This is an optimization exercise on Yosys and OpenROAD, whose aim is small area, a short achievable clock period and few clock cycles per item, not a production implementation. Only simulation tests tie the RTL to the original design; equivalence was not proved. No activity file was given, so power comes from the tool's default toggle rates.

$ cat flow/flow/run.sh
#!/bin/bash
# Standard ORFS layout, with timing repair aiming for a setup margin beyond
# the design's clock period (the SDC is unchanged).
set -euo pipefail
bash standard.sh SETUP_SLACK_MARGIN=8 finish > flow_make.log 2>&1
$ cat flow/standard.sh
#!/bin/bash
# synth_recipe.tcl (not shown) runs the flow's synth.tcl, then flattens the netlist and writes it again
# the make line also repeats each setting of config.mk as NAME=value (left out here)
make -C /OpenROAD-flow-scripts/flow DESIGN_CONFIG=/design/flow/config.mk WORK_HOME=/design/flow/orfs CLKGATE_MAP_FILE= SYNTH_SCRIPT=/design/flow/synth_recipe.tcl "${@:-finish}"
$ cat flow/config.mk
export PLATFORM = sky130hd
export DESIGN_NAME = ryunt_rs_dec
export DESIGN_NICKNAME = ryunt_rs_dec
export VERILOG_FILES = /design/flow/design.v
export SDC_FILE = /design/flow/constraint.sdc
export NUM_CORES = 4
export LEC_CHECK = 0
export CAP_MARGIN = 20
export CORE_MARGIN = 2
export CORE_UTILIZATION = 40
export SLEW_MARGIN = 20
$ cat flow/constraint.sdc
create_clock -name core_clock -period 12.0 [get_ports {clk}]
set_input_delay 2.4000 -clock core_clock [delete_from_list [all_inputs] [get_ports {clk}]]
set_output_delay 2.4000 -clock core_clock [all_outputs]
set_load 0.01 [all_outputs]
$ cat flow/design.v
module ryunt_rs_dec (
  input  wire       clk,
  input  wire       rst,         
  input  wire       in_valid,
  output wire       in_ready,
  input  wire [7:0] in_data,
  input  wire       in_erase,
  output wire       out_valid,
  output wire [7:0] out_data,
  output wire       out_last,
  output wire       out_fail,
  output wire [2:0] out_ncorr
);
  localparam integer RING  = 135;
  localparam integer PORTS = 9;
  localparam integer SP    = 15;
  function [7:0] gf_mul(input [7:0] a, input [7:0] b);
    integer i;
    reg [7:0] p, aa;
    begin
      p  = 8'h00;
      aa = a;
      for (i = 0; i < 8; i = i + 1) begin
        if (b[i]) p = p ^ aa;
        aa = {aa[6:0], 1'b0} ^ (aa[7] ? 8'h1d : 8'h00);
      end
      gf_mul = p;
    end
  endfunction
  function [7:0] gf_inv(input [7:0] a);
    case (a)
      8'h00: gf_inv = 8'h00;
      8'h01: gf_inv = 8'h01;
      8'h02: gf_inv = 8'h8e;
      8'h03: gf_inv = 8'hf4;
      8'h04: gf_inv = 8'h47;
      8'h05: gf_inv = 8'ha7;
      8'h06: gf_inv = 8'h7a;
      8'h07: gf_inv = 8'hba;
      8'h08: gf_inv = 8'had;
      8'h09: gf_inv = 8'h9d;
      8'h0a: gf_inv = 8'hdd;
      8'h0b: gf_inv = 8'h98;
      8'h0c: gf_inv = 8'h3d;
      8'h0d: gf_inv = 8'haa;
      8'h0e: gf_inv = 8'h5d;
      8'h0f: gf_inv = 8'h96;
      8'h10: gf_inv = 8'hd8;
      8'h11: gf_inv = 8'h72;
      8'h12: gf_inv = 8'hc0;
      8'h13: gf_inv = 8'h58;
      8'h14: gf_inv = 8'he0;
      8'h15: gf_inv = 8'h3e;
      8'h16: gf_inv = 8'h4c;
      8'h17: gf_inv = 8'h66;
      8'h18: gf_inv = 8'h90;
      8'h19: gf_inv = 8'hde;
      8'h1a: gf_inv = 8'h55;
      8'h1b: gf_inv = 8'h80;
      8'h1c: gf_inv = 8'ha0;
      8'h1d: gf_inv = 8'h83;
      8'h1e: gf_inv = 8'h4b;
      8'h1f: gf_inv = 8'h2a;
      8'h20: gf_inv = 8'h6c;
      8'h21: gf_inv = 8'hed;
      8'h22: gf_inv = 8'h39;
      8'h23: gf_inv = 8'h51;
      8'h24: gf_inv = 8'h60;
      8'h25: gf_inv = 8'h56;
      8'h26: gf_inv = 8'h2c;
      8'h27: gf_inv = 8'h8a;
      8'h28: gf_inv = 8'h70;
      8'h29: gf_inv = 8'hd0;
      8'h2a: gf_inv = 8'h1f;
      8'h2b: gf_inv = 8'h4a;
      8'h2c: gf_inv = 8'h26;
      8'h2d: gf_inv = 8'h8b;
      8'h2e: gf_inv = 8'h33;
      8'h2f: gf_inv = 8'h6e;
      8'h30: gf_inv = 8'h48;
      8'h31: gf_inv = 8'h89;
      8'h32: gf_inv = 8'h6f;
      8'h33: gf_inv = 8'h2e;
      8'h34: gf_inv = 8'ha4;
      8'h35: gf_inv = 8'hc3;
      8'h36: gf_inv = 8'h40;
      8'h37: gf_inv = 8'h5e;
      8'h38: gf_inv = 8'h50;
      8'h39: gf_inv = 8'h22;
      8'h3a: gf_inv = 8'hcf;
      8'h3b: gf_inv = 8'ha9;
      8'h3c: gf_inv = 8'hab;
      8'h3d: gf_inv = 8'h0c;
      8'h3e: gf_inv = 8'h15;
      8'h3f: gf_inv = 8'he1;
      8'h40: gf_inv = 8'h36;
      8'h41: gf_inv = 8'h5f;
      8'h42: gf_inv = 8'hf8;
      8'h43: gf_inv = 8'hd5;
      8'h44: gf_inv = 8'h92;
      8'h45: gf_inv = 8'h4e;
      8'h46: gf_inv = 8'ha6;
      8'h47: gf_inv = 8'h04;
      8'h48: gf_inv = 8'h30;
      8'h49: gf_inv = 8'h88;
      8'h4a: gf_inv = 8'h2b;
      8'h4b: gf_inv = 8'h1e;
      8'h4c: gf_inv = 8'h16;
      8'h4d: gf_inv = 8'h67;
      8'h4e: gf_inv = 8'h45;
      8'h4f: gf_inv = 8'h93;
      8'h50: gf_inv = 8'h38;
      8'h51: gf_inv = 8'h23;
      8'h52: gf_inv = 8'h68;
      8'h53: gf_inv = 8'h8c;
      8'h54: gf_inv = 8'h81;
      8'h55: gf_inv = 8'h1a;
      8'h56: gf_inv = 8'h25;
      8'h57: gf_inv = 8'h61;
      8'h58: gf_inv = 8'h13;
      8'h59: gf_inv = 8'hc1;
      8'h5a: gf_inv = 8'hcb;
      8'h5b: gf_inv = 8'h63;
      8'h5c: gf_inv = 8'h97;
      8'h5d: gf_inv = 8'h0e;
      8'h5e: gf_inv = 8'h37;
      8'h5f: gf_inv = 8'h41;
      8'h60: gf_inv = 8'h24;
      8'h61: gf_inv = 8'h57;
      8'h62: gf_inv = 8'hca;
      8'h63: gf_inv = 8'h5b;
      8'h64: gf_inv = 8'hb9;
      8'h65: gf_inv = 8'hc4;
      8'h66: gf_inv = 8'h17;
      8'h67: gf_inv = 8'h4d;
      8'h68: gf_inv = 8'h52;
      8'h69: gf_inv = 8'h8d;
      8'h6a: gf_inv = 8'hef;
      8'h6b: gf_inv = 8'hb3;
      8'h6c: gf_inv = 8'h20;
      8'h6d: gf_inv = 8'hec;
      8'h6e: gf_inv = 8'h2f;
      8'h6f: gf_inv = 8'h32;
      8'h70: gf_inv = 8'h28;
      8'h71: gf_inv = 8'hd1;
      8'h72: gf_inv = 8'h11;
      8'h73: gf_inv = 8'hd9;
      8'h74: gf_inv = 8'he9;
      8'h75: gf_inv = 8'hfb;
      8'h76: gf_inv = 8'hda;
      8'h77: gf_inv = 8'h79;
      8'h78: gf_inv = 8'hdb;
      8'h79: gf_inv = 8'h77;
      8'h7a: gf_inv = 8'h06;
      8'h7b: gf_inv = 8'hbb;
      8'h7c: gf_inv = 8'h84;
      8'h7d: gf_inv = 8'hcd;
      8'h7e: gf_inv = 8'hfe;
      8'h7f: gf_inv = 8'hfc;
      8'h80: gf_inv = 8'h1b;
      8'h81: gf_inv = 8'h54;
      8'h82: gf_inv = 8'ha1;
      8'h83: gf_inv = 8'h1d;
      8'h84: gf_inv = 8'h7c;
      8'h85: gf_inv = 8'hcc;
      8'h86: gf_inv = 8'he4;
      8'h87: gf_inv = 8'hb0;
      8'h88: gf_inv = 8'h49;
      8'h89: gf_inv = 8'h31;
      8'h8a: gf_inv = 8'h27;
      8'h8b: gf_inv = 8'h2d;
      8'h8c: gf_inv = 8'h53;
      8'h8d: gf_inv = 8'h69;
      8'h8e: gf_inv = 8'h02;
      8'h8f: gf_inv = 8'hf5;
      8'h90: gf_inv = 8'h18;
      8'h91: gf_inv = 8'hdf;
      8'h92: gf_inv = 8'h44;
      8'h93: gf_inv = 8'h4f;
      8'h94: gf_inv = 8'h9b;
      8'h95: gf_inv = 8'hbc;
      8'h96: gf_inv = 8'h0f;
      8'h97: gf_inv = 8'h5c;
      8'h98: gf_inv = 8'h0b;
      8'h99: gf_inv = 8'hdc;
      8'h9a: gf_inv = 8'hbd;
      8'h9b: gf_inv = 8'h94;
      8'h9c: gf_inv = 8'hac;
      8'h9d: gf_inv = 8'h09;
      8'h9e: gf_inv = 8'hc7;
      8'h9f: gf_inv = 8'ha2;
      8'ha0: gf_inv = 8'h1c;
      8'ha1: gf_inv = 8'h82;
      8'ha2: gf_inv = 8'h9f;
      8'ha3: gf_inv = 8'hc6;
      8'ha4: gf_inv = 8'h34;
      8'ha5: gf_inv = 8'hc2;
      8'ha6: gf_inv = 8'h46;
      8'ha7: gf_inv = 8'h05;
      8'ha8: gf_inv = 8'hce;
      8'ha9: gf_inv = 8'h3b;
      8'haa: gf_inv = 8'h0d;
      8'hab: gf_inv = 8'h3c;
      8'hac: gf_inv = 8'h9c;
      8'had: gf_inv = 8'h08;
      8'hae: gf_inv = 8'hbe;
      8'haf: gf_inv = 8'hb7;
      8'hb0: gf_inv = 8'h87;
      8'hb1: gf_inv = 8'he5;
      8'hb2: gf_inv = 8'hee;
      8'hb3: gf_inv = 8'h6b;
      8'hb4: gf_inv = 8'heb;
      8'hb5: gf_inv = 8'hf2;
      8'hb6: gf_inv = 8'hbf;
      8'hb7: gf_inv = 8'haf;
      8'hb8: gf_inv = 8'hc5;
      8'hb9: gf_inv = 8'h64;
      8'hba: gf_inv = 8'h07;
      8'hbb: gf_inv = 8'h7b;
      8'hbc: gf_inv = 8'h95;
      8'hbd: gf_inv = 8'h9a;
      8'hbe: gf_inv = 8'hae;
      8'hbf: gf_inv = 8'hb6;
      8'hc0: gf_inv = 8'h12;
      8'hc1: gf_inv = 8'h59;
      8'hc2: gf_inv = 8'ha5;
      8'hc3: gf_inv = 8'h35;
      8'hc4: gf_inv = 8'h65;
      8'hc5: gf_inv = 8'hb8;
      8'hc6: gf_inv = 8'ha3;
      8'hc7: gf_inv = 8'h9e;
      8'hc8: gf_inv = 8'hd2;
      8'hc9: gf_inv = 8'hf7;
      8'hca: gf_inv = 8'h62;
      8'hcb: gf_inv = 8'h5a;
      8'hcc: gf_inv = 8'h85;
      8'hcd: gf_inv = 8'h7d;
      8'hce: gf_inv = 8'ha8;
      8'hcf: gf_inv = 8'h3a;
      8'hd0: gf_inv = 8'h29;
      8'hd1: gf_inv = 8'h71;
      8'hd2: gf_inv = 8'hc8;
      8'hd3: gf_inv = 8'hf6;
      8'hd4: gf_inv = 8'hf9;
      8'hd5: gf_inv = 8'h43;
      8'hd6: gf_inv = 8'hd7;
      8'hd7: gf_inv = 8'hd6;
      8'hd8: gf_inv = 8'h10;
      8'hd9: gf_inv = 8'h73;
      8'hda: gf_inv = 8'h76;
      8'hdb: gf_inv = 8'h78;
      8'hdc: gf_inv = 8'h99;
      8'hdd: gf_inv = 8'h0a;
      8'hde: gf_inv = 8'h19;
      8'hdf: gf_inv = 8'h91;
      8'he0: gf_inv = 8'h14;
      8'he1: gf_inv = 8'h3f;
      8'he2: gf_inv = 8'he6;
      8'he3: gf_inv = 8'hf0;
      8'he4: gf_inv = 8'h86;
      8'he5: gf_inv = 8'hb1;
      8'he6: gf_inv = 8'he2;
      8'he7: gf_inv = 8'hf1;
      8'he8: gf_inv = 8'hfa;
      8'he9: gf_inv = 8'h74;
      8'hea: gf_inv = 8'hf3;
      8'heb: gf_inv = 8'hb4;
      8'hec: gf_inv = 8'h6d;
      8'hed: gf_inv = 8'h21;
      8'hee: gf_inv = 8'hb2;
      8'hef: gf_inv = 8'h6a;
      8'hf0: gf_inv = 8'he3;
      8'hf1: gf_inv = 8'he7;
      8'hf2: gf_inv = 8'hb5;
      8'hf3: gf_inv = 8'hea;
      8'hf4: gf_inv = 8'h03;
      8'hf5: gf_inv = 8'h8f;
      8'hf6: gf_inv = 8'hd3;
      8'hf7: gf_inv = 8'hc9;
      8'hf8: gf_inv = 8'h42;
      8'hf9: gf_inv = 8'hd4;
      8'hfa: gf_inv = 8'he8;
      8'hfb: gf_inv = 8'h75;
      8'hfc: gf_inv = 8'h7f;
      8'hfd: gf_inv = 8'hff;
      8'hfe: gf_inv = 8'h7e;
      8'hff: gf_inv = 8'hfd;
      default: gf_inv = 8'h00;
    endcase
  endfunction
  function [7:0] alpha_pow(input integer j);
    case (j)
      0: alpha_pow = 8'h01;
      1: alpha_pow = 8'h02;
      2: alpha_pow = 8'h04;
      3: alpha_pow = 8'h08;
      4: alpha_pow = 8'h10;
      5: alpha_pow = 8'h20;
      default: alpha_pow = 8'h40;
    endcase
  endfunction
  function [7:0] alpha_ipow(input integer j);
    case (j)
      0: alpha_ipow = 8'h01;
      1: alpha_ipow = 8'h8e;
      2: alpha_ipow = 8'h47;
      3: alpha_ipow = 8'had;
      4: alpha_ipow = 8'hd8;
      5: alpha_ipow = 8'h6c;
      default: alpha_ipow = 8'h36;
    endcase
  endfunction
  integer i, j;
  localparam [3:0] E_IDLE = 4'd0, E_BMD = 4'd1, E_BMC = 4'd2, E_BMU = 4'd3,
                   E_OM   = 4'd4, E_CHK = 4'd5, E_WAIT = 4'd6, E_CH = 4'd7,
                   E_FL   = 4'd8, E_POST = 4'd9;
  reg  [3:0] est, est_n;
  reg  [9:0] eoh;
  wire s_idle = eoh[0], s_bmd = eoh[1], s_bmc = eoh[2], s_bmu = eoh[3],
       s_om   = eoh[4], s_chk = eoh[5], s_wait = eoh[6], s_ch = eoh[7],
       s_fl   = eoh[8], s_post = eoh[9];
  reg  [8*RING-1:0] ring;
  reg  [3:0] dw_port, dr_port;     
  reg  [3:0] dw_off,  dr_off;      
  reg  [7:0] occ;                  
  reg  [7:0] rd_cnt;               
  reg  [7:0] ib;                   
  reg        cap_pending;          
  reg        res_valid;            
  reg        rdy_q;                
  reg  [PORTS-1:0] wsel;           
  wire wr        = in_valid && rdy_q;
  wire aligned_r = (dr_off == 4'd0);
  wire rd_now    = aligned_r && ((rd_cnt != 8'd0) || res_valid);
  wire own       = !(s_idle || s_post);
  wire acc_busy  = cap_pending || own;
  assign in_ready = rdy_q;
  reg  [3:0] dw_off_n, dw_port_n, dr_off_n, dr_port_n;
  reg  [7:0] occ_n, rd_cnt_n, ib_n;
  reg        cap_n, resv_n, post, consume, own_n, rdy_n;
  wire       fastcond;
  always @* begin
    if (wr) begin
      dw_off_n = dw_off; dw_port_n = dw_port;
    end else if (dw_off == SP-1) begin
      dw_off_n = 4'd0; dw_port_n = (dw_port == PORTS-1) ? 4'd0 : dw_port + 4'd1;
    end else begin
      dw_off_n = dw_off + 4'd1; dw_port_n = dw_port;
    end
    if (rd_now) begin
      dr_off_n = dr_off; dr_port_n = dr_port;
    end else if (dr_off == SP-1) begin
      dr_off_n = 4'd0; dr_port_n = (dr_port == PORTS-1) ? 4'd0 : dr_port + 4'd1;
    end else begin
      dr_off_n = dr_off + 4'd1; dr_port_n = dr_port;
    end
    occ_n    = occ + {7'd0, wr} - {7'd0, rd_now};
    rd_cnt_n = rd_now ? ((rd_cnt == 8'd133) ? 8'd0 : rd_cnt + 8'd1) : rd_cnt;
    ib_n     = wr ? ((ib == 8'd133) ? 8'd0 : ib + 8'd1) : ib;
    cap_n    = (cap_pending && !s_idle) || (wr && ib == 8'd133);
    consume  = rd_now && (rd_cnt == 8'd127);
    post     = !res_valid && ((s_idle && cap_pending && fastcond) || s_post);
    resv_n   = post || (res_valid && !consume);
    own_n    = !(est_n == E_IDLE || est_n == E_POST);
    rdy_n    = (dw_off_n == 4'd0) &&
               ((occ_n != RING) ||
                ((dr_off_n == 4'd0) && ((rd_cnt_n != 8'd0) || resv_n))) &&
               !((ib_n != 8'd0) && (cap_n || own_n));
  end
  always @(posedge clk) begin
    ring <= {ring[8*RING-9:0], ring[8*RING-1 -: 8]};
    for (i = 0; i < PORTS; i = i + 1)
      if (in_valid && wsel[i]) ring[8*i*SP +: 8] <= in_data;
  end
  reg [7:0] tap;
  always @* begin
    tap = ring[8*(RING-1) +: 8];
    for (i = 1; i < PORTS; i = i + 1)
      if (dr_port == i) tap = ring[8*(i*SP-1) +: 8];
  end
  always @(posedge clk) begin
    if (rst) begin
      dw_port <= 4'd0; dw_off <= 4'd0;
      dr_port <= 4'd0; dr_off <= 4'd0;
      occ <= 8'd0;
      ib  <= 8'd0;
      rd_cnt <= 8'd0;
      cap_pending <= 1'b0;
      res_valid <= 1'b0;
      rdy_q <= 1'b0;
      wsel  <= {PORTS{1'b0}};
    end else begin
      dw_port <= dw_port_n; dw_off <= dw_off_n;
      dr_port <= dr_port_n; dr_off <= dr_off_n;
      occ <= occ_n;
      ib  <= ib_n;
      rd_cnt <= rd_cnt_n;
      cap_pending <= cap_n;
      res_valid <= resv_n;
      rdy_q <= rdy_n;
      for (i = 0; i < PORTS; i = i + 1)
        wsel[i] <= rdy_n && (dw_port_n == i);
    end
  end
  reg [7:0] sacc [0:5];    
  reg [7:0] gacc [1:6];    
  reg [2:0] ecnt;          
  reg       b0_pend, b0_e;
  reg [7:0] b0_d;
  reg [7:0] Q [1:6];       
  reg [7:0] acc, cc, dbinv;
  reg       lc;
  reg [3:0] blen;
  reg [2:0] r, li, si, oj;
  reg [7:0] k;
  reg [2:0] nfound, ldeg_q;
  reg       efail, fast;
  reg [1:0] fl;
  reg       pend;                        
  reg [7:0] pd_pos, pd_om, pd_odd;
  reg       p1v, p2v;
  reg [7:0] p1pos, p1om, p1odd, p2pos, p2om, p2inv;
  reg       res_fail;
  reg [2:0] res_ncorr, res_n;
  reg [7:0] cpos [0:5];
  reg [7:0] cval [0:5];
  function [7:0] selS(input [2:0] x);
    case (x)
      3'd0: selS = sacc[0]; 3'd1: selS = sacc[1]; 3'd2: selS = sacc[2];
      3'd3: selS = sacc[3]; 3'd4: selS = sacc[4]; 3'd5: selS = sacc[5];
      default: selS = 8'h00;
    endcase
  endfunction
  function [7:0] selL(input [2:0] x);
    case (x)
      3'd1: selL = gacc[1]; 3'd2: selL = gacc[2]; 3'd3: selL = gacc[3];
      3'd4: selL = gacc[4]; 3'd5: selL = gacc[5]; 3'd6: selL = gacc[6];
      default: selL = 8'h00;
    endcase
  endfunction
  function [7:0] selQ(input [2:0] x);
    case (x)
      3'd1: selQ = Q[1]; 3'd2: selQ = Q[2]; 3'd3: selQ = Q[3];
      3'd4: selQ = Q[4]; 3'd5: selQ = Q[5]; 3'd6: selQ = Q[6];
      default: selQ = 8'h00;
    endcase
  endfunction
  reg [7:0] tg [0:6];
  reg [7:0] bs [0:5];
  reg [2:0] ec0;
  reg       er, first;
  always @* begin
    first = (ib == 8'd0);
    for (j = 0; j < 6; j = j + 1)
      bs[j] = b0_pend ? b0_d : sacc[j];
    tg[0] = 8'h01;
    for (j = 1; j < 7; j = j + 1)
      tg[j] = first ? 8'h00 :
              b0_pend ? ((j == 1 && b0_e) ? alpha_pow(1) : 8'h00) :
              gf_mul(gacc[j], alpha_pow(j));
    ec0 = first ? 3'd0 : b0_pend ? {2'd0, b0_e} : ecnt;
    er  = in_erase && (ec0 != 3'd7);
  end
  assign fastcond = (ecnt == 3'd7) ||
                    ((sacc[0] == 8'h00) && (sacc[1] == 8'h00) && (sacc[2] == 8'h00) &&
                     (sacc[3] == 8'h00) && (sacc[4] == 8'h00) && (sacc[5] == 8'h00));
  wire       s_dot = s_bmd || s_om;
  wire [7:0] ma1 = s_dot ? selL(li) : s_bmc ? acc : s_bmu ? cc : p2om;
  wire [7:0] mb1 = s_dot ? selS(si) : s_bmc ? dbinv : s_bmu ? selQ(li) : p2inv;
  wire [7:0] ma2 = s_dot ? selL(li + 3'd1) : cc;
  wire [7:0] mb2 = s_dot ? selS(si - 3'd1) : s_bmu ? selQ(li - 3'd1) : 8'h00;
  wire [7:0] mp1 = gf_mul(ma1, mb1);
  wire [7:0] mp2 = gf_mul(ma2, mb2);
  wire [7:0] inv_in  = s_bmc ? acc : p1odd;
  wire [7:0] inv_out = gf_inv(inv_in);
  reg [7:0] N [1:6];
  reg [7:0] N2 [1:6];
  reg [7:0] NU [1:5];
  reg [7:0] NU2 [1:5];
  reg [7:0] lsum1, odd1, osum1, lsum2, odd2, osum2;
  always @* begin
    for (j = 1; j < 7; j = j + 1) begin
      N[j]  = gf_mul(gacc[j], alpha_ipow(j));
      N2[j] = gf_mul(N[j], alpha_ipow(j));
    end
    for (j = 1; j < 6; j = j + 1) begin
      NU[j]  = gf_mul(sacc[j], alpha_ipow(j));
      NU2[j] = gf_mul(NU[j], alpha_ipow(j));
    end
    lsum1 = 8'h01; odd1 = 8'h00; lsum2 = 8'h01; odd2 = 8'h00;
    for (j = 1; j < 7; j = j + 1) begin
      lsum1 = lsum1 ^ gacc[j];
      lsum2 = lsum2 ^ N[j];
      if (j % 2 == 1) begin
        odd1 = odd1 ^ gacc[j];
        odd2 = odd2 ^ N[j];
      end
    end
    osum1 = sacc[0]; osum2 = sacc[0];
    for (j = 1; j < 6; j = j + 1) begin
      osum1 = osum1 ^ sacc[j];
      osum2 = osum2 ^ NU[j];
    end
  end
  wire root1 = (lsum1 == 8'h00);
  wire root2 = (lsum2 == 8'h00) && (k != 8'd0);
  wire rootx = root1 || root2;
  wire nz1   = (osum1 != 8'h00) && (odd1 != 8'h00);
  wire nz2   = (osum2 != 8'h00) && (odd2 != 8'h00);
  wire [2:0] nfound_n = nfound + {2'd0, root1} + {2'd0, root2};
  wire ch_done = (nfound_n == ldeg_q) || (k <= 8'd1);
  reg [2:0] ldeg;
  always @* begin
    ldeg = 3'd0;
    for (j = 1; j < 7; j = j + 1)
      if (gacc[j] != 8'h00) ldeg = j[2:0];
  end
  wire chk_fail = ({1'b0, ldeg, 1'b0} > 5'd6 + {2'b00, ecnt}) || ({1'b0, ldeg} != blen);
  wire lc_now = ({blen, 1'b0} <= {2'b00, r} - 5'd1 + {2'b00, ecnt});
  wire [2:0] bm_top = (r == 3'd6) ? 3'd6 : r;
  wire bmd_last = (li + 3'd2 > r - 3'd1);
  wire om_last  = (li + 3'd2 > oj);
  always @* begin
    est_n = est;
    case (est)
      E_IDLE: if (cap_pending) begin
        if (fastcond)          est_n = res_valid ? E_POST : E_IDLE;
        else if (ecnt == 3'd6) est_n = E_OM;
        else if (ecnt == 3'd0) est_n = E_BMC;
        else                   est_n = E_BMD;
      end
      E_BMD: if (bmd_last) est_n = E_BMC;
      E_BMC: if (acc == 8'h00) est_n = (r == 3'd6) ? E_OM : E_BMD;
             else              est_n = E_BMU;
      E_BMU: if (li <= 3'd2)   est_n = (r == 3'd6) ? E_OM : E_BMD;
      E_OM:  if (om_last && oj == 3'd1) est_n = E_CHK;
      E_CHK: est_n = (chk_fail || ldeg == 3'd0) ? E_POST : E_WAIT;
      E_WAIT: if (!res_valid) est_n = E_CH;
      E_CH:  if (!pend && ch_done) est_n = E_FL;
      E_FL:  if (fl == 2'd2) est_n = E_POST;
      E_POST: if (!res_valid) est_n = E_IDLE;
      default: est_n = E_IDLE;
    endcase
  end
  always @(posedge clk) begin
    if (rst) begin
      est <= E_IDLE;
      eoh <= 10'd1;
    end else begin
      est <= est_n;
      for (i = 0; i < 10; i = i + 1) eoh[i] <= (est_n == i);
    end
  end
  always @(posedge clk) begin
    p2v   <= p1v;
    p2pos <= p1pos;
    p2om  <= p1om;
    p2inv <= inv_out;
    if (p2v) begin
      cpos[res_n] <= p2pos;
      cval[res_n] <= mp1;
      res_n <= res_n + 3'd1;
    end
    p1v <= 1'b0;
    if (pend) begin
      p1v    <= 1'b1;
      p1pos  <= pd_pos;
      p1om   <= pd_om;
      p1odd  <= pd_odd;
    end else if (s_ch) begin
      p1v    <= rootx;
      p1pos  <= root1 ? k : k - 8'd1;
      p1om   <= root1 ? osum1 : osum2;
      p1odd  <= root1 ? odd1 : odd2;
    end
    pend   <= s_ch && !pend && root1 && root2;
    pd_pos <= k - 8'd1;
    pd_om  <= osum2;
    pd_odd <= odd2;
    if (wr) begin
      if (first && acc_busy) begin
        b0_pend <= 1'b1;
        b0_d    <= in_data;
        b0_e    <= in_erase;
      end else begin
        b0_pend <= 1'b0;
        for (j = 0; j < 6; j = j + 1)
          sacc[j] <= (first ? 8'h00 : gf_mul(bs[j], alpha_pow(j))) ^ in_data;
        for (j = 1; j < 7; j = j + 1)
          gacc[j] <= tg[j] ^ (er ? tg[j-1] : 8'h00);
        ecnt <= ec0 + {2'd0, er};
      end
    end
    if (s_idle && cap_pending) begin
      Q[1] <= 8'h01;
      for (j = 2; j < 7; j = j + 1) Q[j] <= gacc[j-1];
      blen  <= {1'b0, ecnt};
      dbinv <= 8'h01;
      efail <= (ecnt == 3'd7);
      fast  <= 1'b1;
      oj <= 3'd5;
      r   <= ecnt + 3'd1;
      acc <= selS(ecnt);
      li  <= 3'd1;
      si  <= (ecnt == 3'd6) ? 3'd4 : ecnt - 3'd1;
      if (post) begin
        res_fail  <= (ecnt == 3'd7);
        res_n     <= 3'd0;
        res_ncorr <= 3'd0;
      end
    end
    if (s_bmd) begin
      acc <= acc ^ mp1 ^ mp2;
      li  <= li + 3'd2;
      si  <= si - 3'd2;
    end
    if (s_bmc) begin
      if (acc == 8'h00) begin
        Q[1] <= 8'h00;
        for (j = 2; j < 7; j = j + 1) Q[j] <= Q[j-1];
      end else begin
        cc <= mp1;
        lc <= lc_now;
        if (lc_now) begin
          dbinv <= inv_out;
          blen  <= {1'b0, r} + {1'b0, ecnt} - blen;
        end
      end
      li <= (acc == 8'h00) ? 3'd1 : bm_top;
    end
    if (s_bmu) begin
      gacc[li] <= gacc[li] ^ mp1;
      if (li != 3'd6) Q[li+3'd1] <= lc ? gacc[li] : Q[li];
      if (li >= 3'd2) begin
        gacc[li-3'd1] <= gacc[li-3'd1] ^ mp2;
        Q[li] <= lc ? gacc[li-3'd1] : Q[li-3'd1];
      end
      if (li <= 3'd2) begin
        Q[1] <= lc ? 8'h01 : 8'h00;
        li <= 3'd1;
      end else
        li <= li - 3'd2;
    end
    if ((s_bmc && acc == 8'h00) || (s_bmu && li <= 3'd2)) begin
      r   <= r + 3'd1;
      acc <= selS(r);
      si  <= (r == 3'd6) ? 3'd4 : r - 3'd1;
    end
    if (s_om) begin
      sacc[oj] <= sacc[oj] ^ mp1 ^ mp2;
      if (om_last) begin
        oj <= oj - 3'd1; li <= 3'd1; si <= oj - 3'd2;
      end else begin
        li <= li + 3'd2; si <= si - 3'd2;
      end
    end
    if (s_chk) begin
      ldeg_q <= ldeg;
      efail  <= chk_fail;
      fast   <= 1'b1;
    end
    if (s_wait && !res_valid) begin
      res_n     <= 3'd0;
      res_ncorr <= 3'd0;
      nfound    <= 3'd0;
      k         <= 8'd133;
      fl        <= 2'd0;
    end
    if (s_ch && !pend) begin
      nfound <= nfound_n;
      res_ncorr <= res_ncorr + {2'd0, root1 && nz1} + {2'd0, root2 && nz2};
      for (j = 1; j < 7; j = j + 1) gacc[j] <= N2[j];
      for (j = 1; j < 6; j = j + 1) sacc[j] <= NU2[j];
      k <= k - 8'd2;
    end
    if (s_fl) begin
      fl    <= fl + 2'd1;
      efail <= (nfound != ldeg_q);
      fast  <= 1'b0;
    end
    if (s_post && post) begin
      res_fail <= efail;
      if (fast) begin
        res_n     <= 3'd0;
        res_ncorr <= 3'd0;
      end
    end
    if (rst) begin
      b0_pend <= 1'b0;
      p1v  <= 1'b0;
      p2v  <= 1'b0;
      pend <= 1'b0;
    end
  end
  reg [7:0] corr;
  always @* begin
    corr = 8'h00;
    for (i = 0; i < 6; i = i + 1)
      if (i < res_n && cpos[i] == rd_cnt) corr = corr ^ cval[i];
  end
  reg       ov, ol, of;
  reg [7:0] od;
  reg [2:0] onc;
  always @(posedge clk) begin
    if (rst) ov <= 1'b0;
    else     ov <= rd_now && (rd_cnt < 8'd128);
    od  <= tap ^ (res_fail ? 8'h00 : corr);
    ol  <= (rd_cnt == 8'd127);
    of  <= res_fail;
    onc <= res_fail ? 3'd0 : res_ncorr;
  end
  assign out_valid = ov;
  assign out_data  = od;
  assign out_last  = ol;
  assign out_fail  = of;
  assign out_ncorr = onc;
endmodule
==> reports/metrics.cfg, run 1 <==
[run_status]
status=timing/DRC/antenna clean

[sta]
max_slew_margin_pct=25.08
finalWorstSetupSlack_ps=7105
skew_ps=72.85
hold_violations=0
worst_slew_pin_slew_ps=1124
hold_ws_ps=300.3
finalSetupViolCount=0
report.final.slew_viol_count=0
max_freq_mhz=204.3
period_minus_slack_ps=4895
rsz0062_at_grt=yes
final.setup.tns_ps=0
post-route-period-util_pct=40.79

[detailed_routing]
detail_route.vias_per_cell=5.829
ant_nets=0
firstDrtPassIters=10
drc=0
vias=51139
avgRoutedWirePerCell_um=25.56
wirelength_um=224200
drt_iter0_markers=7338

[critical_path]
worstSetupStartpointType=register
cpPeakStageDelay_ps=520
critical-path-top-delay-family=XOR/XNOR gates
critPathSlowestCell=edfxtp_1
worstPathMaxFanout=6
critical_path_class=reg2reg
critPathBufInv=3
critical_path_required_ps=12730
endpoint_kind=register
worstPathCellList=buf_4 -> xor2_1 -> xnor2_2 -> xnor2_1 -> xnor2_1 -> xnor2_1 -> nand4_1 -> buf_6 -> fa_2 -> inv_2 -> ha_4 -> xor2_1 -> nor3_1 -> a22o_1 -> o22a_1 -> o2111ai_2 -> nor3_1 -> a21o_1 -> a31oi_4 -> or3b_4 -> nor4_4
crit_arrival_ps=5630
crit_top_cell=xnor2_1

[floorplan]
io_pins=27
die_area_um2=169700
initial_core_util_pct=40.30
core_region_area_um2=165200
die_x_um=411.9
rows=149
die_height_um=411.9

[pwr]
max-vdd-ir-drop_uv=149.9
power.density_nw_per_um2=133.1
leakagePower_nw=31.43

[clock_network]
cts_tree=built
cts_buffer_depth=3
cts_buffers=158
h-tree-depth=4
clk_transition_reported_paths_ps=60
cts_sinks=1603
clk_latency_ps=820
postCtsHoldBufs=0
root_buffer=clkbuf_16

[logic_synthesis]
synthCells=6138
synth.top_cell.area_share_pct=37.17
synth_edf_count=367
netlist_top_cells_area=dfxtp_1, edfxtp_1, xnor2_1
synth_area_um2=66570
yosysTopAreaCell=dfxtp_1
syn_nets=6275
synth_seq_cells=1603
synthArstFlopShare_pct=0
syn_area_per_cell_um2=10.84
yosysWarnings=7
synthFlopType=dfxtp_1
seq_area_frac_synth_pct=53.73
ys_types=100
synthTopCellsByCount=dfxtp_1, nand2_1, xnor2_1, nor2_1, edfxtp_1
yosysMostFrequentCell=dfxtp_1

[placement]
port_buffers=26
dp_slack_ps=5853
placed_cells_incl_taps=8043
routabilityCongestion=0.9851
place_hpwl_um=140600

[finish]
fin_cells=8773
fin_nets=6580
area_delta_synth_final_pct=24.28
drive_gt1_share_pct=24.35
fill_cells=14324
final_util_pct=50.09

[global_routing]
grt_overflow=0
grt_start_max_net_pins=78
antenna_found_initial=15
grt_pass1_wl_um=322500
grt_util_all_layers_pct=25.55
first_global_vias=47924

[min_path]
hp-class=reg2reg

[job]
maxCapViolCount=0

-- per-layer routing --
| metal | up-vias | GRT usage (%) | share of wire [%] |
|---|---|---|---|
| li1 | 22220 | - | - |
| met1 | 24598 | 34.46 | 40 |
| met2 | 3355 | 36.34 | 41 |
| met3 | 950 | 8.327 | 12 |
| met4 | 16 | 13.31 | 6.3 |
| met5 | - | 0 | 0.15 |
-- sequential cells by signal (all words and copies together), names as in the netlist, 9 cells and up, named ones only --
name / flops
ring: 1080
eoh: 10
cval: 48
wsel: 9
cpos: 48
Q: 64
gacc: 64
sacc: 64
-- power breakdown --
| group | switching [W] | internal, W |
|---|---|---|
| clock | 0.00220 | 0.00313 |
| combinational | 0.0000943 | 0.0000684 |
| sequential | 0.0000144 | 0.00551 |
-- worst register-to-register path, cell delays in order (launching register included) --
cell and delay (ps):
edfxtp_1 520, buf_4 230, xor2_1 310, xnor2_2 190, xnor2_1 140, xnor2_1 480, xnor2_1 190, nand4_1 120
buf_6 170, fa_2 350, inv_2 80, ha_4 200, xor2_1 130, nor3_1 130, a22o_1 240, o22a_1 180
o2111ai_2 140, nor3_1 160, a21o_1 150, a31oi_4 120, or3b_4 470, nor4_4 150
-- worst paths after layout --
path / cells after the start / startpoint / slack (ps) / to
hold / removal: 0 / ring[927] / 300 / ring[935]
hold reg to reg: 0 / ring[927] / 300 / ring[935]
setup reg to reg: 21 / gacc[3][1] / 7110 / wsel[5]
setup / recovery: 21 / gacc[3][1] / 7110 / wsel[5]
-- what timing repair did --
action                                  CTS  global route
gates cloned                             13             1
setup buffers                           309           106
endpoints found under the hold margin     0             0
pin swaps                               159           155
endpoints found under the setup margin  424           224
gates resized for setup                 435           282
-- kinds of logic (layout without fill, tap and decap cells) --
family,count (synthesis),count (layout),share of synthesized area [%]
AOI/OAI and AO/OA,1239,1239,12.14
xor gates and xnor gates,832,832,11.79
adders and majority gates,125,125,2.428
buffers and inverters,579,1016,3.412
DFF,1603,1603,53.73
muxes,350,350,7.086
other,0,8,0
and+or+nand+nor,1410,1411,9.419
-- final cells by class --
type	count	area, um^2	area share [%]
Sequential cell	1603	35770	43.23
Multi-Input combinational cell	3957	32070	38.76
Timing Repair Buffer	578	5743	6.942
Clock buffer	219	4653	5.624
Tap cell	2189	2739	3.311
Clock inverter	74	1131	1.367
Inverter	143	598.1	0.7229
Antenna cell	8	20.02	0.02420
Timing Repair inverter	2	12.51	0.01512
-- through the flow --
stage	area, um^2	power [W]
3_3_place_gp	69640	0.005768
5_1_grt	82720	0.01133
4_1_cts	80520	0.01110
6_report	82730	0.01101
2_1_floorplan	67490	0.005725
3_5_place_dp	69640	0.005771
-- placed cells by master (no fill, tap or decap), types with 96 or more instances in the layout --
cell type,count
xor2_1,221
o21ai_0,251
xnor2_1,462
buf_6,96
mux2i_1,96
ha_1,97
clkbuf_16,167
buf_4,383
mux2_2,154
nand2_1,563
o211ai_1,122
nor2_1,336
a21oi_1,230
dfxtp_1,1233
inv_1,111
edfxtp_1,367
Testbench counts, summed over its fixed seeds: cycles 268,165, items 1,600.
==> run 2: changes to the inputs <==
==> flow/run.sh (new file) <==
#!/bin/bash
# synth_recipe.tcl (not shown) runs the flow's synth.tcl, then flattens the netlist and writes it again
# the make line also repeats each setting of config.mk as NAME=value (left out here)
make -C /OpenROAD-flow-scripts/flow DESIGN_CONFIG=/design/flow/config.mk WORK_HOME=/design/flow/orfs CLKGATE_MAP_FILE= SYNTH_SCRIPT=/design/flow/synth_recipe.tcl finish
--- a/flow/config.mk
+++ b/flow/config.mk
@@ -8,4 +8,5 @@
 export CAP_MARGIN = 20
 export CORE_MARGIN = 2
 export CORE_UTILIZATION = 40
+export CTS_BUF_LIST = sky130_fd_sc_hd__clkbuf_8
 export SLEW_MARGIN = 20
removed: flow/flow/run.sh
removed: flow/standard.sh
==> reports/metrics.cfg, run 2 <==
[pwr]
clockPowerShare_pct=45.5  ; -2.9 points
leakagePower_nw=28.11  ; -11%
comb_power_share_pct=1.2  ; -0.3 points
max-vdd-ir-drop_uv=106.2  ; -29%
swShare_pct=21.75  ; +0.82 points
switchingPower_w=0.002256  ; -2.1%
power.density_nw_per_um2=139.5  ; +4.8%
finalPower_w=0.01037  ; -5.8%
internal_power_w=0.008116  ; -6.8%
p_seq_share_pct=53.3  ; +3.2 points

[finish]
largest_register_ff_count=1080  ; unchanged
mostFrequentLayoutCell=dfxtp_1
fill_cells=15359  ; +7.2%
layout_common_cells=dfxtp_1, nand2_1, xnor2_1
final_util_pct=45.01  ; -5.1 points
area_delta_synth_final_pct=11.67
largest-register=ring
fin_nets=6240  ; -5.2%
drive_gt1_share_pct=13.16  ; -11 points

[placement]
routabilityCongestion=0.9852  ; about the same
dp_slack_ps=5019  ; -833.9 ps
port_buffers=26  ; unchanged
place_hpwl_um=138400  ; -1.5%

[logic_synthesis]
synthCells=6138  ; unchanged
synth_edf_count=367  ; unchanged
netlist_top_cells_area=dfxtp_1, edfxtp_1, xnor2_1
syn_nets=6275  ; unchanged
yosysMostFrequentCell=dfxtp_1
yosysWarnings=7  ; unchanged
seq_area_frac_synth_pct=53.73  ; unchanged
synthTopCellsByCount=dfxtp_1, nand2_1, xnor2_1, nor2_1, edfxtp_1
synth.top_cell.area_share_pct=37.17  ; unchanged
syn_area_per_cell_um2=10.84  ; unchanged
synthFlopType=dfxtp_1
synthArstFlopShare_pct=0  ; unchanged
ys_types=100  ; unchanged
synth_area_um2=66570  ; unchanged
synth_seq_cells=1603  ; unchanged
yosysTopAreaCell=dfxtp_1

[floorplan]
rows=149  ; unchanged
core_region_area_um2=165200  ; unchanged
die_area_um2=169700  ; unchanged
die_height_um=411.9  ; unchanged
initial_core_util_pct=40.30  ; unchanged
die_x_um=411.9  ; unchanged
io_pins=27  ; unchanged

[detailed_routing]
detail_route.vias_per_cell=5.662  ; -2.9%
routed.top_layer=met4
avgRoutedWirePerCell_um=24.14  ; -5.5%
vias=48133  ; -5.9%
ant_nets=0  ; unchanged
wl_met1_um=86840  ; -3.7%
firstDrtPassIters=9  ; -1
wl_met3_um=21720  ; -20%
dr_wl_met2_um=87200  ; -5.8%
wirelength_um=205200  ; -8.5%
drt_iter0_markers=5960  ; -19%
drc=0  ; unchanged

[job]
maxCapViolCount=0  ; unchanged

[critical_path]
critical_path_class=reg2reg
worstSetupStartpointType=register
cpPeakStageDelay_ps=950  ; +430 ps
crit_arrival_ps=7610  ; +1980 ps
critPathBufInv=4  ; +1
r2r_end=sacc[1][7]
rr_worst_depth=16  ; -24%
worstPathCellList=buf_4 -> inv_1 -> buf_4 -> ha_1 -> buf_4 -> nor2b_1 -> a221oi_1 -> a31oi_2 -> xnor2_2 -> xnor2_2 -> nor2_1 -> xnor2_1 -> xnor3_1 -> xnor2_2 -> xor2_1 -> o21ai_0
critPathSlowestCell=xor2_1
worstPathMaxFanout=34  ; +28
critical-path-top-delay-family=XOR/XNOR gates
critical_path_required_ps=12620  ; -110 ps
r2r-start=li[0]
reg2reg_slack_ps=5010  ; -2100 ps
endpoint_kind=register

[global_routing]
grt_overflow=0  ; unchanged
grt_start_max_net_pins=92  ; +18%
antenna_found_initial=3  ; -12
grt_pass1_wl_um=300500  ; -6.8%
grt_util_all_layers_pct=23.58  ; -2.0 points
first_global_vias=45460  ; -5.1%

[min_path]
hp-start=ring[392]
holdPathEnd=ring[400]
holdPathStages=0  ; unchanged
hp-class=reg2reg

[sta]
rsz0062_at_grt=no
skew_ps=84.00  ; +11.15 ps
max_freq_mhz=143.1  ; -30%
max_slew_margin_pct=13.46  ; -12 points
report.final.slew_viol_count=0  ; unchanged
finalSetupViolCount=0  ; unchanged
finalWorstSetupSlack_ps=5010  ; -2095 ps
hold_violations=0  ; unchanged
post-route-period-util_pct=58.25  ; +17 points
worst_slew_pin_slew_ps=1295  ; +171.5 ps
final.setup.tns_ps=0  ; unchanged
period_minus_slack_ps=6990  ; +2095 ps

[clock_network]
root_buffer=clkbuf_8
postCtsHoldBufs=0  ; unchanged
clk_transition_reported_paths_ps=70  ; about the same
cts_sinks=1603  ; unchanged
cts_tree=built
post-cts-setup-buffer-count=0  ; -100%
cts_buffer_depth=3  ; unchanged
clk_latency_ps=990  ; +170 ps
h-tree-depth=4  ; unchanged
post_cts_resized=0  ; -100%
cts_buffers=240  ; +52%

[run_status]
status=timing/DRC/antenna clean

## run 2: cell counts after synthesis
No cell type changed its count.
## run 2: worst max path at each step
stage	start	endpoint	slack, ps	cells past startpoint
finish	li[0]	sacc[1][7]	5010	16
global route	gacc[1][7]	wsel[1]	4440	20
CTS	gacc[1][7]	wsel[1]	5230	20
detailed placement	in_valid	wsel[5]	5020	18
global placement	in_valid	wsel[5]	5030	18
floorplan	in_valid	wsel[1]	5950	21
## run 2: per-stage QoR
stage,instance area [um^2],hold slack [ps],std cells
2_1_floorplan,66570,309.6,6138
3_3_place_gp,68960,309.7,8048
3_5_place_dp,68980,312.1,8050
4_1_cts,74310,246.8,8494
5_1_grt,74320,264.8,8495
6_report,74340,275.8,8501
## run 2: kinds of logic (layout without fill, tap and decap cells)
group | Yosys count | after routing | synth area share, %
other | 0 | 7 | 0
AO/OA/AOI/OAI | 1239 | 1239 | 12.14
buffers and inverters | 579 | 746 | 3.412
adder cells (fa/ha/maj) | 125 | 125 | 2.428
multiplexers | 350 | 350 | 7.086
flip-flops | 1603 | 1603 | 53.73
XOR/XNOR | 832 | 832 | 11.79
AND/OR/NAND/NOR | 1410 | 1410 | 9.419
## run 2: layout make-up
cell class	count	area [um^2]	share of cell area, %
multi-input combinational	3956	28700	38.61
clock buffer	300	4129	5.554
sequential	1603	35770	48.12
clock inverter	144	1197	1.611
tap	2189	2739	3.684
inverter	143	536.8	0.7221
antenna	7	17.52	0.02356
timing repair buffer	159	1251	1.683
## run 2: routing by layer
layer	global-route usage [%]	vias up
met5	0	-
met2	34.55	2678
met3	6.084	577
li1	-	21551
met4	10.63	0
met1	32.61	23327
## run 2: worst reg2reg max path, stage by stage, from the launching register on
cell and delay, ps:
edfxtp_1 350, buf_4 270, inv_1 280, buf_4 420
ha_1 240, buf_4 310, nor2b_1 600, a221oi_1 200
a31oi_2 780, xnor2_2 270, xnor2_2 480, nor2_1 100
xnor2_1 160, xnor3_1 660, xnor2_2 460, xor2_1 960
o21ai_0 160
## run 2: power groups by stage
stage | clock, W | sequential, W | combinational [W]
2_1_floorplan | 0 | 0.00563 | 0.0000883
3_3_place_gp | 0 | 0.00564 | 0.000124
3_5_place_dp | 0 | 0.00564 | 0.000126
4_1_cts | 0.00484 | 0.00552 | 0.000127
5_1_grt | 0.00508 | 0.00552 | 0.000140
6_report | 0.00472 | 0.00553 | 0.000128
==> run 3: changes to the inputs <==
--- a/flow/config.mk
+++ b/flow/config.mk
@@ -8,5 +8,4 @@
 export CAP_MARGIN = 20
 export CORE_MARGIN = 2
 export CORE_UTILIZATION = 40
-export CTS_BUF_LIST = sky130_fd_sc_hd__clkbuf_8
 export SLEW_MARGIN = 20
==> reports/metrics.cfg, run 3 <==
[run_status]
status=timing/DRC/antenna clean

[logic_synthesis]
yosysTopAreaCell=dfxtp_1
seq_area_frac_synth_pct=53.73  ; unchanged
synthCells=6138  ; unchanged
synthAdderAreaFrac_pct=2.428  ; unchanged
synth_top_family_by_area=compound AO/OA/AOI/OAI gates
synth_area_um2=66570  ; unchanged
muxShareOfSynthArea_pct=7.086  ; unchanged
syn_area_per_cell_um2=10.84  ; unchanged
yosysWarnings=7  ; unchanged
synth-simple-area-share_pct=9.419  ; unchanged
synth.top_cell.area_share_pct=37.17  ; unchanged
synth_seq_cells=1603  ; unchanged
netlist_top_cells_area=dfxtp_1, edfxtp_1, xnor2_1
synth_edf_count=367  ; unchanged
syn_nets=6275  ; unchanged
yosysMostFrequentCell=dfxtp_1
synth_compound_area_share_pct=12.14  ; unchanged
ys_types=100  ; unchanged
synthXorXnorAreaFrac_pct=11.79  ; unchanged
synthFlopType=dfxtp_1
synthArstFlopShare_pct=0  ; unchanged
synthTopCellsByCount=dfxtp_1, nand2_1, xnor2_1, nor2_1, edfxtp_1

[finish]
mostFrequentLayoutCell=dfxtp_1
drive_gt1_share_pct=11.80  ; -1.4 points
seqCellArea_um2=35770  ; unchanged
layout_common_cells=dfxtp_1, nand2_1, xnor2_1
area_delta_synth_final_pct=12.22
multi_input_area_um2=28700  ; unchanged
largest_register_ff_count=1080  ; unchanged
fin_nets=6157  ; -1.3%
largest-register=ring
fill_cells=15186  ; -1.1%
fin_cells=8345  ; -1.8%

[floorplan]
io_pins=27  ; unchanged
core_region_area_um2=165200  ; unchanged
die_area_um2=169700  ; unchanged
initial_core_util_pct=40.30  ; unchanged
die_height_um=411.9  ; unchanged
die_x_um=411.9  ; unchanged
rows=149  ; unchanged

[global_routing]
first_global_vias=44691  ; -1.7%
grt_pass1_wl_um=300000  ; -0.17%
grt_start_max_net_pins=92  ; unchanged
grt_overflow=0  ; unchanged
antenna_found_initial=3  ; unchanged
grt_util_all_layers_pct=23.59  ; about the same

[sta]
final.setup.tns_ps=0  ; unchanged
period_minus_slack_ps=7031  ; +40.65 ps
max_slew_margin_pct=17.07  ; +3.6 points
skew_ps=51.83  ; -32.17 ps
report.final.slew_viol_count=0  ; unchanged
post-route-period-util_pct=58.59  ; +0.34 points
finalSetupViolCount=0  ; unchanged
worst_slew_pin_slew_ps=1241  ; -53.94 ps
hold_violations=0  ; unchanged
rsz0062_at_grt=no
max_freq_mhz=142.2  ; -0.58%

[critical_path]
worstPathMaxFanout=34  ; unchanged
critical_path_required_ps=12470  ; -150 ps
worstSetupStartpointType=register
crit_arrival_ps=7500  ; -110 ps
cpPeakStageDelay_ps=990  ; +40 ps
endpoint_kind=register
critical_path_class=reg2reg
critPathSlowestCell=xor2_1
worstPathCellList=buf_4 -> inv_1 -> buf_4 -> ha_1 -> buf_4 -> nor2b_1 -> a221oi_1 -> a31oi_2 -> xnor2_2 -> xnor2_2 -> nor2_1 -> xnor2_1 -> xnor3_1 -> xnor2_2 -> xor2_1 -> a21oi_1

[detailed_routing]
avgRoutedWirePerCell_um=24.60  ; +1.9%
detail_route.vias_per_cell=5.729  ; +1.2%
ant_nets=0  ; unchanged
wirelength_um=205300  ; about the same
vias=47812  ; -0.67%
drt_iter0_markers=6093  ; +2.2%
firstDrtPassIters=11  ; +2
drc=0  ; unchanged

[clock_network]
post_cts_resized=0  ; unchanged
cts_tree=built
root_buffer=clkbuf_16
postCtsHoldBufs=0  ; unchanged
h-tree-depth=4  ; unchanged
cts_buffer_depth=3  ; unchanged
cts_buffers=157  ; -35%
clk_latency_ps=810  ; -180 ps
cts_sinks=1603  ; unchanged
clk_transition_reported_paths_ps=70  ; about the same
post-cts-setup-buffer-count=0  ; unchanged

[pwr]
finalPower_w=0.01091  ; +5.1%
leakagePower_nw=27.89  ; -0.79%
switchingPower_w=0.002302  ; +2.0%
internal_power_w=0.008603  ; +6.0%
power.density_nw_per_um2=146.0  ; +4.6%
swShare_pct=21.11  ; -0.64 points
comb_power_share_pct=1.2  ; about the same
max-vdd-ir-drop_uv=122.5  ; +15%
p_seq_share_pct=50.6  ; -2.7 points
clockPowerShare_pct=48.2  ; +2.7 points

[placement]
port_buffers=26  ; unchanged
placed_cells_incl_taps=8050  ; unchanged
place_hpwl_um=138400  ; unchanged
routabilityCongestion=0.9852  ; unchanged

[min_path]
hp-class=reg2reg

[job]
maxCapViolCount=0  ; unchanged

run 3: cell count changes in the layout (fill, tap and decap cells not counted), sizes merged:
cell	change
clkinv	+1
diode	-4
bufinv	+5
inv	-72
clkbuf	-86
run 3: critical path, delay by kind of cell (launching register included):
kind,cells,cell delay [ps]
XOR/XNOR,6,3000
buffers and inverters,4,1250
AO/OA/AOI/OAI,3,1130
AND/OR/NAND/NOR,2,690
flip-flops,1,360
adder cells (fa/ha/maj),1,230
run 3: cells by family (layout without fill, tap and decap cells):
logic type,count (synthesis),after routing
AO/OA/AOI/OAI,1239,1239
flip-flops,1603,1603
XOR/XNOR,832,832
multiplexers,350,350
buffers and inverters,579,594
AND/OR/NAND/NOR,1410,1410
adder cells (fa/ha/maj),125,125
other,0,3
run 3: final cells by class:
type,instances,area share [%]
Multi-Input combinational cell,3956,38.42
Tap cell,2189,3.666
Antenna cell,3,0.01005
Clock inverter,78,1.640
Timing Repair Buffer,159,1.675
Sequential cell,1603,47.88
Inverter,143,0.7185
Clock buffer,214,5.991
run 3: stage by stage:
step / area (um^2) / util (%) / setup WS [ps] / hold WS [ps]
global placement: 68960 / 41.75 / 5026 / 309.7
floorplan: 66570 / - / 5946 / 309.6
detailed placement: 68980 / 41.76 / 5019 / 312.1
global route: 74700 / 45.22 / 4595 / 288.1
CTS: 74680 / 45.21 / 5242 / 279.1
finish: 74700 / 45.23 / 4970 / 282.0
run 3: final timing paths:
path / startpoint / endpoint / slack [ps] / depth (start not counted)
setup reg to reg: li[0] / sacc[0][7] / 4970 / 16
setup / recovery: li[0] / sacc[0][7] / 4970 / 16
hold reg to reg: ring[256] / ring[264] / 280 / 0
hold / removal: ring[256] / ring[264] / 280 / 0
run 3: routing by layer:
metal / global-route usage, % / part of all wire (%) / vias up / wire length, um
li1: - / - / 21364 / -
met1: 32.83 / 42 / 23117 / 86950
met2: 34.54 / 42 / 2724 / 86870
met3: 5.584 / 10 / 603 / 20980
met4: 10.97 / 5.1 / 4 / 10450
met5: 0 / 0.013 / - / 26
run 3: power groups by stage:
stage / clock (W) / combinational [W] / sequential (W)
final: 0.00525 / 0.000128 / 0.00552
after detailed placement: 0 / 0.000126 / 0.00564
after global placement: 0 / 0.000124 / 0.00564
after global routing: 0.00557 / 0.000140 / 0.00552
after floorplan: 0 / 0.0000883 / 0.00563
after CTS: 0.00537 / 0.000127 / 0.00552

-- afterwards: timing with drivers on the ports --
In the flow no input, the clock included, has a driving cell. The finished layouts below were timed again as built, in two steps.
Step 1 sets driving cells, clkbuf_16 on the clock port and buf_2 on the other inputs (assumed; they add their load-dependent delay and slew).
Step 2 also shifts input and output timing later by t, the mid clock arrival at the registers, as if the neighbouring blocks saw the same clock.
Slacks: ideal ports / drivers / drivers and shift; pairs: ideal ports / drivers.
| run | shift t [ns] | setup slack, ns | worst hold slack (ns) | worst register clock-pin slew, ns |
|---|---|---|---|---|
| run 1 | 0.863 | 7.105 / 7.105 / 6.473 | 0.300 / 0.300 / 0.300 | 0.07 / 0.07 |
| run 2 | 1.027 | 5.010 / 5.010 / 5.002 | 0.276 / 0.276 / 0.276 | 0.07 / 0.07 |
| run 3 | 0.868 | 4.969 / 4.969 / 4.969 | 0.282 / 0.282 / 0.282 | 0.07 / 0.07 |
After both steps every run listed still meets setup and hold. For run 1, which loses most, drivers alone change the setup slack by 0.000 ns; drivers and shift together by -0.632 ns.
